Context: an optimization exercise on an open-source flow, tuned for small area, a short achievable clock period and few clock cycles per item. The choices shown serve that exercise and are no tape-out recipe.
Function was checked by simulation only, so behaviour that the tests miss may differ from the original.

Setup of run 1:
==> flow/design.v (excerpt) <==
module cmp_coder (
    input  wire        clk,
    input  wire        rst,         
    input  wire [1:0]  cfg_fmt,     
    input  wire [1:0]  cfg_type,    
    input  wire        cfg_pred,    
    input  wire [2:0]  cfg_e,       
    input  wire        in_valid,
    output wire        in_ready,
    input  wire [15:0] in_pix,
    input  wire        in_last,
    output reg         out_valid,
    input  wire        out_ready,
    output reg  [31:0] out_data,
    output reg         out_last,
    output wire [15:0] res_len,     
    output wire [15:0] res_npix,    
    output wire [31:0] res_crc      
);
For scale: ~3600 cells after synthesis, ~450 flip-flops, about 130 I/O pins, ~34000 µm² of cells after synthesis.
clock: 55.0 ns
lec_check: 0
cap_margin: 20
core_margin: 2
core_utilization: 55
slew_margin: 20
standard.sh (not shown) runs the stock make flow with config.mk's settings and CLKGATE_MAP_FILE= SYNTH_SCRIPT=/design/flow/synth_recipe.tcl, a recipe that flattens the netlist after the stock synthesis.
==> flow/flow/run.sh <==
#!/bin/bash
set -uo pipefail
export SETUP_SLACK_MARGIN=43
export CTS_ARGS="-sink_clustering_enable -repair_clock_nets -sink_clustering_size 40 -sink_clustering_max_diameter 70 -dont_use_dummy_load -balance_levels"
bash standard.sh > standard.log 2>&1
Testbench counts of run 1, summed over its fixed seeds: cycles 138,779, pixels 137,713.
Changes in run 2 relative to run 1:
Settings: changing CORE_UTILIZATION from 55 to 50.
==> flow/flow/run.sh <==
#!/bin/bash
set -uo pipefail
export SETUP_SLACK_MARGIN=43
export CTS_ARGS="-sink_clustering_enable -repair_clock_nets -sink_clustering_size 30 -sink_clustering_max_diameter 60 -dont_use_dummy_load -balance_levels"
bash standard.sh > standard.log 2>&1
Results
Between run 2 and run 1, it is run 2 whose register fraction of the total cell area is lower, by 0.46 points. Run 2 vs. run 1: via count neither gained nor lost much; detailed route wirelength on metal2 picked up an extra 0.46%; synthesis-to-finish area growth picked up an extra 1.6 points. [run 2] hold slack rose 40 ps relative to run 1. Re sum of met3 wire segment lengths after detailed routing: run 2 and run 1 aren't equal, and the higher value belongs to run 2. Run 2 against run 1; die area is up by a little under 10%. Having completed the whole flow, run 2 delivered a layout that passed the timing, DRC and antenna checks.
> inputs changed (run 2 -> run 3)
Settings: swapping 50 for 58 in CORE_UTILIZATION.
### Flow results
Run 3 vs. run 2: clock network latency to the later pin of the worst-skew pair ~0 delta; period utilization shows no meaningful change. Fraction of area in multi-input gates, run 2 and run 3: larger value in run 3. Clock tree buffer count of the final layout, run 2 and run 3: larger value in run 2. | hold slack | run 3 vs run 2 | 3.8 ps higher |. Changes observed in run 3 relative to run 2: final instance area fell about 1.3%; post-synthesis to final-layout area growth has decreased; die area now sits lower; well-tap cell count fell 108. Worst setup slack: run 2 and run 3 compared, lower one is run 2.

== cedar ==
Starting RTL as in the previous note.
Design cmp_coder, start of the top module:
module cmp_coder (
    input  wire        clk,
    input  wire        rst,         
    input  wire [1:0]  cfg_fmt,     
    input  wire [1:0]  cfg_type,    
    input  wire        cfg_pred,    
    input  wire [2:0]  cfg_e,       
    input  wire        in_valid,
    output wire        in_ready,
    input  wire [15:0] in_pix,
    input  wire        in_last,
    output reg         out_valid,
    input  wire        out_ready,
    output reg  [31:0] out_data,
    output reg         out_last,
    output wire [15:0] res_len,     
    output wire [15:0] res_npix,    
    output wire [31:0] res_crc      
);
    localparam [31:0] CRC_POLY = 32'h82F6_3B78;    
    reg        rst_r;        
    reg        run;          
    reg        rdy;          
    reg        pend;         
    reg        first_exp;    
    assign in_ready = rdy;
    wire accept = in_valid & rdy;
    reg [1:0] fmt_r;
    reg [1:0] type_r;
    reg       pred_r;
    reg [2:0] e_r;
  ...
clock: 55.0 ns
lec_check: 0
cap_margin: 20
core_margin: 2
core_utilization: 55
slew_margin: 20
tns_end_percent: 5
==> flow/flow/run.sh <==
#!/bin/bash
set -uo pipefail
export SETUP_SLACK_MARGIN=43
export CTS_ARGS="-sink_clustering_enable -repair_clock_nets -sink_clustering_size 30 -sink_clustering_max_diameter 60 -dont_use_dummy_load -balance_levels"
bash standard.sh > standard.log 2>&1
cedar: done, clean on timing, DRC and antenna
Testbench counts of cedar, summed over its fixed seeds: cycles 138,779, pixels 137,713.
--- input diff cedar..zinc ---
Settings: TNS_END_PERCENT removed (was 5).
Notes after the runs:
- cedar -> zinc: achievable clock frequency flat
- zinc: time the final worst path needs with I/O delays and setup 0.035 ns below cedar
- zinc and cedar ended up with nearly the same global-route total usage across every layer.
- For cedar, the origin of the worst setup path was crc[11], unlike zinc, where it was crc[9].
The inputs of raven differ from those of zinc as listed below.
==> flow/flow/run.sh <==
#!/bin/bash
set -uo pipefail
export SETUP_SLACK_MARGIN=43
export REMOVE_ABC_BUFFERS=1
export CTS_ARGS="-sink_clustering_enable -repair_clock_nets -sink_clustering_size 30 -sink_clustering_max_diameter 60 -dont_use_dummy_load -balance_levels"
bash standard.sh > standard.log 2>&1
--- outcome ---
Changes observed in raven relative to zinc: first-pass GRT wire length now sits higher; via count now sits at about the same level; final antenna-violating net count now sits at about the same level; number of filler instances in the final layout now sits lower.
Delta (raven minus zinc): total non-filler cell area in the finished layout rose by 0.62%.

v28:
Starting RTL as in the previous note.
==> flow/config.mk <==
export PLATFORM = sky130hd
export DESIGN_NAME = cmp_coder
export DESIGN_NICKNAME = cmp_coder
export VERILOG_FILES = /design/flow/design.v
export SDC_FILE = /design/flow/constraint.sdc
export NUM_CORES = 4
export LEC_CHECK = 0
export CAP_MARGIN = 20
export CORE_MARGIN = 2
export CORE_UTILIZATION = 55
export CTS_CLUSTER_DIAMETER = 80
export CTS_CLUSTER_SIZE = 34
export SLEW_MARGIN = 20
==> flow/constraint.sdc <==
create_clock -name core_clock -period 55.0 [get_ports {clk}]
set_input_delay 11.0000 -clock core_clock [delete_from_list [all_inputs] [get_ports {clk}]]
set_output_delay 11.0000 -clock core_clock [all_outputs]
set_load 0.01 [all_outputs]
run.sh (not shown) runs the stock make flow with config.mk's settings and CLKGATE_MAP_FILE= SYNTH_SCRIPT=/design/flow/synth_recipe.tcl, a recipe that flattens the netlist after the stock synthesis.
Stock flow here: none of the scripts above is used.
Testbench counts of v28, summed over its fixed seeds: cycles 138,779, pixels 137,713.
Here is what was changed in the inputs of v25 compared with v28.
Settings: CTS_CLUSTER_SIZE: 34 -> unset; CTS_CLUSTER_DIAMETER: 80 -> unset.
==> flow/flow/run.sh (new file) <==
#!/bin/bash
set -uo pipefail
export SETUP_SLACK_MARGIN=43
export CTS_ARGS="-sink_clustering_enable -repair_clock_nets -sink_clustering_size 34 -sink_clustering_max_diameter 80 -dont_use_dummy_load -sink_clustering_levels 1"
bash standard.sh > standard.log 2>&1
==> flow/standard.sh (new file) <==
#!/bin/bash
# synth_recipe.tcl (not shown) runs the flow's synth.tcl, then flattens the netlist and writes it again
# the make line also repeats each setting of config.mk as NAME=value (left out here)
make -C /OpenROAD-flow-scripts/flow DESIGN_CONFIG=/design/flow/config.mk WORK_HOME=/design/flow/orfs CLKGATE_MAP_FILE= SYNTH_SCRIPT=/design/flow/synth_recipe.tcl "${@:-finish}"
removed: flow/run.sh
Findings:
- v25 has completed all stages; timing, DRC and antenna checks passed.
- v25 vs. v28: number of instances resized during post-cts repair increased 420, count of flip-flops and latches flat.
- Lower net count of the finished layout among v28 and v25: v28
- v25 reports a higher relative area change from synthesis to final layout than v28 does.
- Summary — number of buffers other than clock buffers in the final layout, v25 relative to v28: higher, by 75.
- Going from v28 to v25, aggregate routed wire length grows by about 2.4%.
- | critical path depth | lower: v25 |
Inputs modified between v25 and v51:
==> flow/flow/run.sh <==
#!/bin/bash
set -uo pipefail
export SETUP_SLACK_MARGIN=43
export CTS_ARGS="-sink_clustering_enable -repair_clock_nets -sink_clustering_size 30 -sink_clustering_max_diameter 60 -dont_use_dummy_load -balance_levels -root_buf sky130_fd_sc_hd__clkbuf_16 -tree_buf sky130_fd_sc_hd__clkbuf_16 -buf_list sky130_fd_sc_hd__clkbuf_16"
bash standard.sh > standard.log 2>&1
## What came out
v51 reports its critical path capture point as res_crc[9] while v25 reports res_npix[12].
The final reports for v51 and v25 show CTS H-tree depth higher in the former.
v51 packs its core more tightly than v25.
[compare] base=v25 new=v51: arrival time at the worst endpoint decreased 0.07 ns; post-route standard cell area excluding fillers higher; maximum clock rate rose by 0.58%.
The number of gates resized after cts in v51 sits 2 above the value recorded for v25.
Worst clock skew on the final layout deteriorates in v51 relative to v25.
Input changes introduced in v34 (baseline for comparison: v51):
==> flow/flow/run.sh <==
#!/bin/bash
set -uo pipefail
export SETUP_SLACK_MARGIN=43
export CTS_ARGS="-sink_clustering_enable -repair_clock_nets -sink_clustering_size 34 -sink_clustering_max_diameter 80 -dont_use_dummy_load"
bash standard.sh > standard.log 2>&1
[summary]
Status: final non-filler cell total parity (v51, v34)
v34 vs. v51: number of buffers inserted during clock tree synthesis fell by about 18%, area share of and/or/nand/nor cells after synthesis stayed essentially flat.

yarrow:
Starting RTL as in the previous note.
export LEC_CHECK = 0
export CAP_MARGIN = 20
export CORE_MARGIN = 2
export CORE_UTILIZATION = 55
export SLEW_MARGIN = 20
create_clock -name core_clock -period 55.0 [get_ports {clk}]
standard.sh (not shown) runs the stock make flow with config.mk's settings and CLKGATE_MAP_FILE= SYNTH_SCRIPT=/design/flow/synth_recipe.tcl, a recipe that flattens the netlist after the stock synthesis.
==> flow/flow/run.sh <==
#!/bin/bash
set -uo pipefail
export SETUP_SLACK_MARGIN=42.85
export CTS_ARGS="-sink_clustering_enable -repair_clock_nets -sink_clustering_size 30 -sink_clustering_max_diameter 60 -dont_use_dummy_load -balance_levels"
bash standard.sh > standard.log 2>&1
Testbench counts of yarrow, summed over its fixed seeds: cycles 138,779, pixels 137,713.
Input changes introduced in willow (baseline for comparison: yarrow):
==> flow/flow/run.sh <==
#!/bin/bash
set -uo pipefail
export SETUP_SLACK_MARGIN=43
export CTS_ARGS="-sink_clustering_enable -repair_clock_nets -sink_clustering_size 24 -sink_clustering_max_diameter 50 -dont_use_dummy_load -balance_levels"
bash standard.sh > standard.log 2>&1
### Flow results
For total routing usage reported by global routing, willow and yarrow come out practically identical. willow against yarrow: routed wire length moved up, number of cells upsized or downsized after cts higher, area fraction of clock buffers and clock inverters now sits higher, global-route met3 utilization higher, routing usage on met2 closely matched the old numbers. Final critical path time including I/O delays and setup is lower on yarrow. On achievable clock frequency, willow and yarrow are basically level. Looking at register-to-register slack across willow and yarrow, the one that comes out higher is yarrow.
[inputs] violet vs willow
# willow
export LEC_CHECK = 0
export CAP_MARGIN = 20
export CORE_MARGIN = 2
export CORE_UTILIZATION = 55
export SLEW_MARGIN = 20
create_clock -name core_clock -period 55.0 [get_ports {clk}]
# violet
export LEC_CHECK = 0
export CAP_MARGIN = 20
export CORE_MARGIN = 2
export CORE_UTILIZATION = 55
export GPL_ROUTABILITY_DRIVEN = 0
export GPL_TIMING_DRIVEN = 0
export SLEW_MARGIN = 20
create_clock -name core_clock -period 55.0 [get_ports {clk}]
==> flow/flow/run.sh <==
#!/bin/bash
set -uo pipefail
export SETUP_SLACK_MARGIN=43
export CTS_ARGS="-sink_clustering_enable -repair_clock_nets -sink_clustering_size 30 -sink_clustering_max_diameter 60 -dont_use_dummy_load -balance_levels"
bash standard.sh > standard.log 2>&1
--- outcome ---
On number of multi-input combinational cells in the layout, violet and willow are neck and neck. violet gives more diode insertion count for antenna repair than willow did. violet and willow ended up with roughly the same maximum frequency. For the met2 demand-to-capacity share in global routing, violet came in 0.99 points higher than willow did. Worst hold slack in violet is 0.016 ns below willow.
### violet -> ember
# violet
export LEC_CHECK = 0
export CAP_MARGIN = 20
export CORE_MARGIN = 2
export CORE_UTILIZATION = 55
export GPL_ROUTABILITY_DRIVEN = 0
export GPL_TIMING_DRIVEN = 0
export SLEW_MARGIN = 20
create_clock -name core_clock -period 55.0 [get_ports {clk}]
# ember
export LEC_CHECK = 0
export CAP_MARGIN = 20
export CORE_MARGIN = 2
export CORE_UTILIZATION = 62
export PLACE_DENSITY = 0.68
export SLEW_MARGIN = 20
create_clock -name core_clock -period 55.0 [get_ports {clk}]
Results
Between violet and ember, the worst setup slack does not differ in any meaningful way.
Between violet and ember, via count decreased.
Going from violet to ember, total clock buffers created by CTS fell by 2; count of distinct cell types in the synthesized netlist stayed essentially flat.
Compared with violet, ember shows a average detailed-routed wire length per instance that is 0.78% lower.
Measured against each other, ember and violet differ in summed area of non-filler cells in the final layout, the lower figure coming from ember.
Compared with violet, total core area in ember decreased by more than 10%.
In the reports for ember and violet, the smaller die area belongs to ember.
Number of fillers in the final layout ended up 18% lower on ember than on violet.
#### Input delta (maple over ember)
# ember
export LEC_CHECK = 0
export CAP_MARGIN = 20
export CORE_MARGIN = 2
export CORE_UTILIZATION = 62
export PLACE_DENSITY = 0.68
export SLEW_MARGIN = 20
create_clock -name core_clock -period 55.0 [get_ports {clk}]
# maple
export LEC_CHECK = 0
export CAP_MARGIN = 20
export CORE_MARGIN = 2
export CORE_UTILIZATION = 55
export SLEW_MARGIN = 20
create_clock -name core_clock -period 55.0 [get_ports {clk}]
==> flow/flow/run.sh <==
#!/bin/bash
set -uo pipefail
export SETUP_SLACK_MARGIN=43
export CTS_ARGS="-sink_clustering_enable -repair_clock_nets -sink_clustering_size 34 -sink_clustering_max_diameter 80 -dont_use_dummy_load -distance_between_buffers 400 -branching_point_buffers_distance 400"
bash standard.sh > standard.log 2>&1
- Compared with ember, maple shows a lower core utilization.
- Between maple and ember, the difference in final clock period utilization by the worst path is negligible.
- As of maple, cell count had risen slightly compared to ember.
- Placed cell count for maple: 101 up relative to ember
- Taking ember as the reference, in maple setup slack has decreased, global routing met2 resource utilization has decreased.
- maple finished every step from synthesis to the final layout, and the layout passed the timing, DRC and antenna checks.
## Diff of input files: lagoon against maple
# maple
export LEC_CHECK = 0
export CAP_MARGIN = 20
export CORE_MARGIN = 2
export CORE_UTILIZATION = 55
export SLEW_MARGIN = 20
create_clock -name core_clock -period 55.0 [get_ports {clk}]
# lagoon
export LEC_CHECK = 0
export CAP_MARGIN = 20
export CORE_MARGIN = 2
export CORE_UTILIZATION = 55
export CTS_CLUSTER_DIAMETER = 80
export CTS_CLUSTER_SIZE = 34
export SLEW_MARGIN = 20
create_clock -name core_clock -period 55.0 [get_ports {clk}]
==> flow/flow/run.sh <==
#!/bin/bash
set -uo pipefail
export SETUP_SLACK_MARGIN=43
bash standard.sh > standard.log 2>&1
## What came out
Taking maple as the reference, in lagoon buffers inserted during post-CTS setup optimization level, wire length of the first global-routing pass has increased, final cell count without fillers increased by 0.66% relative to the old numbers. lagoon -> maple: combined global-route utilization of all metal layers flat. lagoon against maple: slew of the pin with the lowest slew margin saw a decrease, routed wire length on met2 saw a decrease. The routed wire length on maple is in line with that on lagoon.

[afterwards: timing with drivers on the ports]
How much do the figures lean on ideal ports? The routed layouts below were timed once more, with nothing changed but the port constraints.
Step 1 sets driving cells, clkbuf_16 on the clock port and buf_2 on the other inputs (assumed; they add their load-dependent delay and slew).
Step 2, shift: input delay + t, output delay - t, t = (earliest + latest rising clock arrival at the registers) / 2. This alone moves slack from input paths to output paths.
Three values: ideal, step 1, step 2; two values: the first two.
run	shift t [ns]	setup WS [ns]	worst hold slack (ns)	clock arrival spread, ns	worst data-port slew with drivers (ns)
run 1	0.635	42.819 / 42.752 / 42.653	0.379 / 0.379 / 0.379	0.089 / 0.089	0.07
run 2	0.627	42.793 / 42.727 / 42.500	0.418 / 0.418 / 0.418	0.097 / 0.097	0.06
run 3	0.627	42.811 / 42.747 / 42.630	0.422 / 0.422 / 0.422	0.077 / 0.077	0.07
cedar	0.638	42.793 / 42.728 / 42.518	0.384 / 0.384 / 0.384	0.082 / 0.082	0.06
zinc	0.626	42.828 / 42.763 / 42.620	0.395 / 0.395 / 0.395	0.084 / 0.084	0.06
raven	0.637	42.781 / 42.714 / 42.430	0.416 / 0.416 / 0.416	0.087 / 0.088	0.15
v28	0.691	42.235 / 42.211 / 41.582	0.423 / 0.423 / 0.423	0.047 / 0.047	0.06
v25	0.676	42.758 / 42.691 / 42.653	0.391 / 0.391 / 0.391	0.060 / 0.060	0.07
v51	0.626	42.828 / 42.763 / 42.620	0.395 / 0.395 / 0.395	0.084 / 0.084	0.06
v34	0.676	42.758 / 42.691 / 42.653	0.391 / 0.391 / 0.391	0.060 / 0.060	0.07
yarrow	0.632	42.810 / 42.746 / 42.339	0.353 / 0.353 / 0.353	0.073 / 0.074	0.06
willow	0.654	42.785 / 42.720 / 42.681	0.381 / 0.381 / 0.381	0.071 / 0.071	0.06
violet	0.637	42.774 / 42.711 / 42.477	0.365 / 0.365 / 0.365	0.088 / 0.087	0.11
ember	0.626	42.776 / 42.716 / 42.589	0.367 / 0.367 / 0.367	0.091 / 0.092	0.07
maple	0.676	42.758 / 42.691 / 42.653	0.391 / 0.391 / 0.391	0.060 / 0.060	0.07
lagoon	0.693	42.731 / 42.665 / 42.653	0.424 / 0.424 / 0.424	0.038 / 0.038	0.07
After both steps setup and hold are still met in every run listed. The setup slack of v28, which loses most, moves by -0.024 ns with the drivers and by -0.653 ns with both steps.
